This is an optimization exercise on Yosys and OpenROAD, whose aim is small area and a short achievable clock period, not a production implementation. Function was checked by simulation only, so behaviour that the tests miss may differ from the original.

willow:
Design ecc80_codec, start of the top module:
module ecc80_codec (
    input  wire        clk,
    input  wire        rst,
    input  wire        enc_valid_i,
    input  wire [63:0] enc_data_i,
    output reg         enc_valid_o,
    output reg  [15:0] enc_check_o,
    input  wire        dec_valid_i,
    input  wire [79:0] dec_cw_i,
    output reg         dec_valid_o,
    output reg  [63:0] dec_data_o,
    output reg  [15:0] dec_check_o,
    output reg  [1:0]  dec_err_o
);
Size in the first run: ~1800 cells after synthesis, ~250 I/O pins, ~17000 sq um of cells after synthesis.
Settings: LEC_CHECK=0, CAP_MARGIN=20, CORE_MARGIN=2, CORE_UTILIZATION=50, PLACE_DENSITY=0.65, SLEW_MARGIN=70; clock period 22.0 ns.
standard.sh (not shown) runs the stock make flow with config.mk's settings and CLKGATE_MAP_FILE= SYNTH_SCRIPT=/design/flow/synth_recipe.tcl, a recipe that flattens the netlist after the stock synthesis.
==> flow/flow/run.sh <==
#!/bin/bash
# The standard layout (the standard.sh), with four changes:
#  - synthesis maps the logic with flow/abc_map.script (an area-oriented ABC
#    mapping: dch, map -a, then ABC's own buffering and sizing) in place of
#    ORFS's abc_speed.script. It runs on a copy of ORFS's scripts folder in
#    which only abc_speed.script is replaced; flip-flops are mapped before ABC
#    runs, so the registers are exactly those of the standard synthesis;
#  - synthesis runs without Yosys's extract_fa (ADDER_MAP_FILE empty), so the
#    parity and GF(2^7) logic is not cut into half-adder cells before ABC;
#  - clock tree synthesis runs without dummy loads (-dont_use_dummy_load),
#    with sink clusters of at most 25 sinks and 70 um;
#  - the buffers that buffer_ports puts on every input and output port are
#    sky130_fd_sc_hd__buf_1 instead of the cell OpenROAD picks by default.
# Each make call's whole output goes to its own log in the work folder
# (synth.log, standard.log); ORFS also keeps each step's log under orfs/logs/.
set -euo pipefail
cd "$(dirname "$0")/.."
rm -rf synth_scripts
cp -r "$FLOW_HOME/scripts" synth_scripts
cp flow/abc_map.script synth_scripts/abc_speed.script
bash standard.sh "ADDER_MAP_FILE=" "SCRIPTS_DIR=$PWD/synth_scripts" synth > synth.log 2>&1
bash standard.sh "ADDER_MAP_FILE=" "BUFFER_PORTS_ARGS=-buffer_cell sky130_fd_sc_hd__buf_1" \
    "CTS_ARGS=-sink_clustering_enable -repair_clock_nets -dont_use_dummy_load -sink_clustering_size 25 -sink_clustering_max_diameter 70" finish > standard.log 2>&1
==> flow/flow/abc_map.script <==
strash
dch
map -a
topo
stime -c
buffer -c
upsize -c
dnsize -c
#### Input delta (delta over willow)
Settings: CORE_UTILIZATION now 55, was 50; PLACE_DENSITY now 0.7, was 0.65.
==> flow/flow/abc_map.script <==
strash
&get -n
&st
&dch
&nf -R 1000
&put
topo
stime -c
buffer -c
upsize -c
dnsize -c
Findings:
Status | willow and delta | clean
From willow to delta the numbers moved as follows: sum of met3 wire segment lengths after detailed routing shows a reduction of 6.2%, final worst slack saw a decrease, utilization after layout increased by 7.2 points relative to the old numbers, maximum frequency lower.
Compared with willow, in delta final weighted congestion in routability-driven placement went up; finished layout cell area went up.
Looking at launching instance or port of the critical path, the dec_data_o[45] result is from willow; the dec_data_o[55] one comes from delta.
Compared delta against willow; area after synthesis within noise.
What garnet does differently from delta at the input level:
Settings: swapping 70 for 78 in SLEW_MARGIN.
==> flow/flow/abc_map.script <==
strash
dch
map -a
topo
stime -c
buffer -c
upsize -c
dnsize -c
==> notes.md <==
NOTE: total nets after synthesis in garnet exceeds that of delta. Diff delta -> garnet: arrival time at the worst endpoint higher; design area higher; final non-filler cell total higher; die area roughly the same. The post-route worst setup slack reported for garnet is smaller than that of delta by 200 ps. Against delta, garnet reports a worst setup slack for register-to-register paths that is lower. Delta(total routed wirelength, garnet - delta) > 0.
Edits applied to the flow inputs when going from garnet to harbor:
Settings: SLEW_MARGIN: 78 -> 70.
--- a/flow/flow/run.sh
+++ b/flow/flow/run.sh
@@ -23 +23 @@
-    "CTS_ARGS=-sink_clustering_enable -repair_clock_nets -dont_use_dummy_load -sink_clustering_size 25 -sink_clustering_max_diameter 70" finish > standard.log 2>&1
+    "CTS_ARGS=-sink_clustering_enable -repair_clock_nets -dont_use_dummy_load -sink_clustering_size 30 -sink_clustering_max_diameter 60" finish > standard.log 2>&1
Results
Via-per-instance ratio in harbor is about 0.46% above garnet. Compared with garnet, harbor shows final wirelength that has gone down by a few percent. Cmp harbor and garnet / setup slack after placement / lower: harbor. harbor against garnet: worst path arrival time dropped 5100 ps, share of the clock period used by the worst path has decreased, first-pass GRT wire length went down.

[re-timing with driven ports]
How much do the figures lean on ideal ports? The routed layouts below were timed once more, with nothing changed but the port constraints. Step 1: set_driving_cell puts a clkbuf_16 on clk and a buf_2 on each other input, an assumption about the parent block. Step 2 adds t to the input delays and takes it off the output delays; t is the mean of the earliest and latest rising clock arrival at the registers after step 1. Input paths then give back, and output paths get back, about the clock's delay inside the block. Slacks: ideal / step 1 / step 2; pairs: ideal / step 1.
run	t (ns)	setup WS [ns]	worst hold slack (ns)	clock arrival spread, ns	slew at the worst register clock pin (ns)
willow	0.589	16.427 / 16.373 / 16.054	0.218 / 0.218 / 0.218	0.129 / 0.129	0.09 / 0.09
delta	0.574	16.370 / 16.317 / 16.016	0.305 / 0.305 / 0.305	0.120 / 0.121	0.10 / 0.10
garnet	0.579	16.173 / 16.173 / 16.021	0.292 / 0.292 / 0.292	0.084 / 0.084	0.10 / 0.10
harbor	0.583	16.477 / 16.423 / 16.028	0.284 / 0.284 / 0.284	0.058 / 0.058	0.11 / 0.11
After both steps setup and hold are still met in every run listed. The setup slack of harbor, which loses most, moves by -0.054 ns with the drivers and by -0.449 ns with both steps.
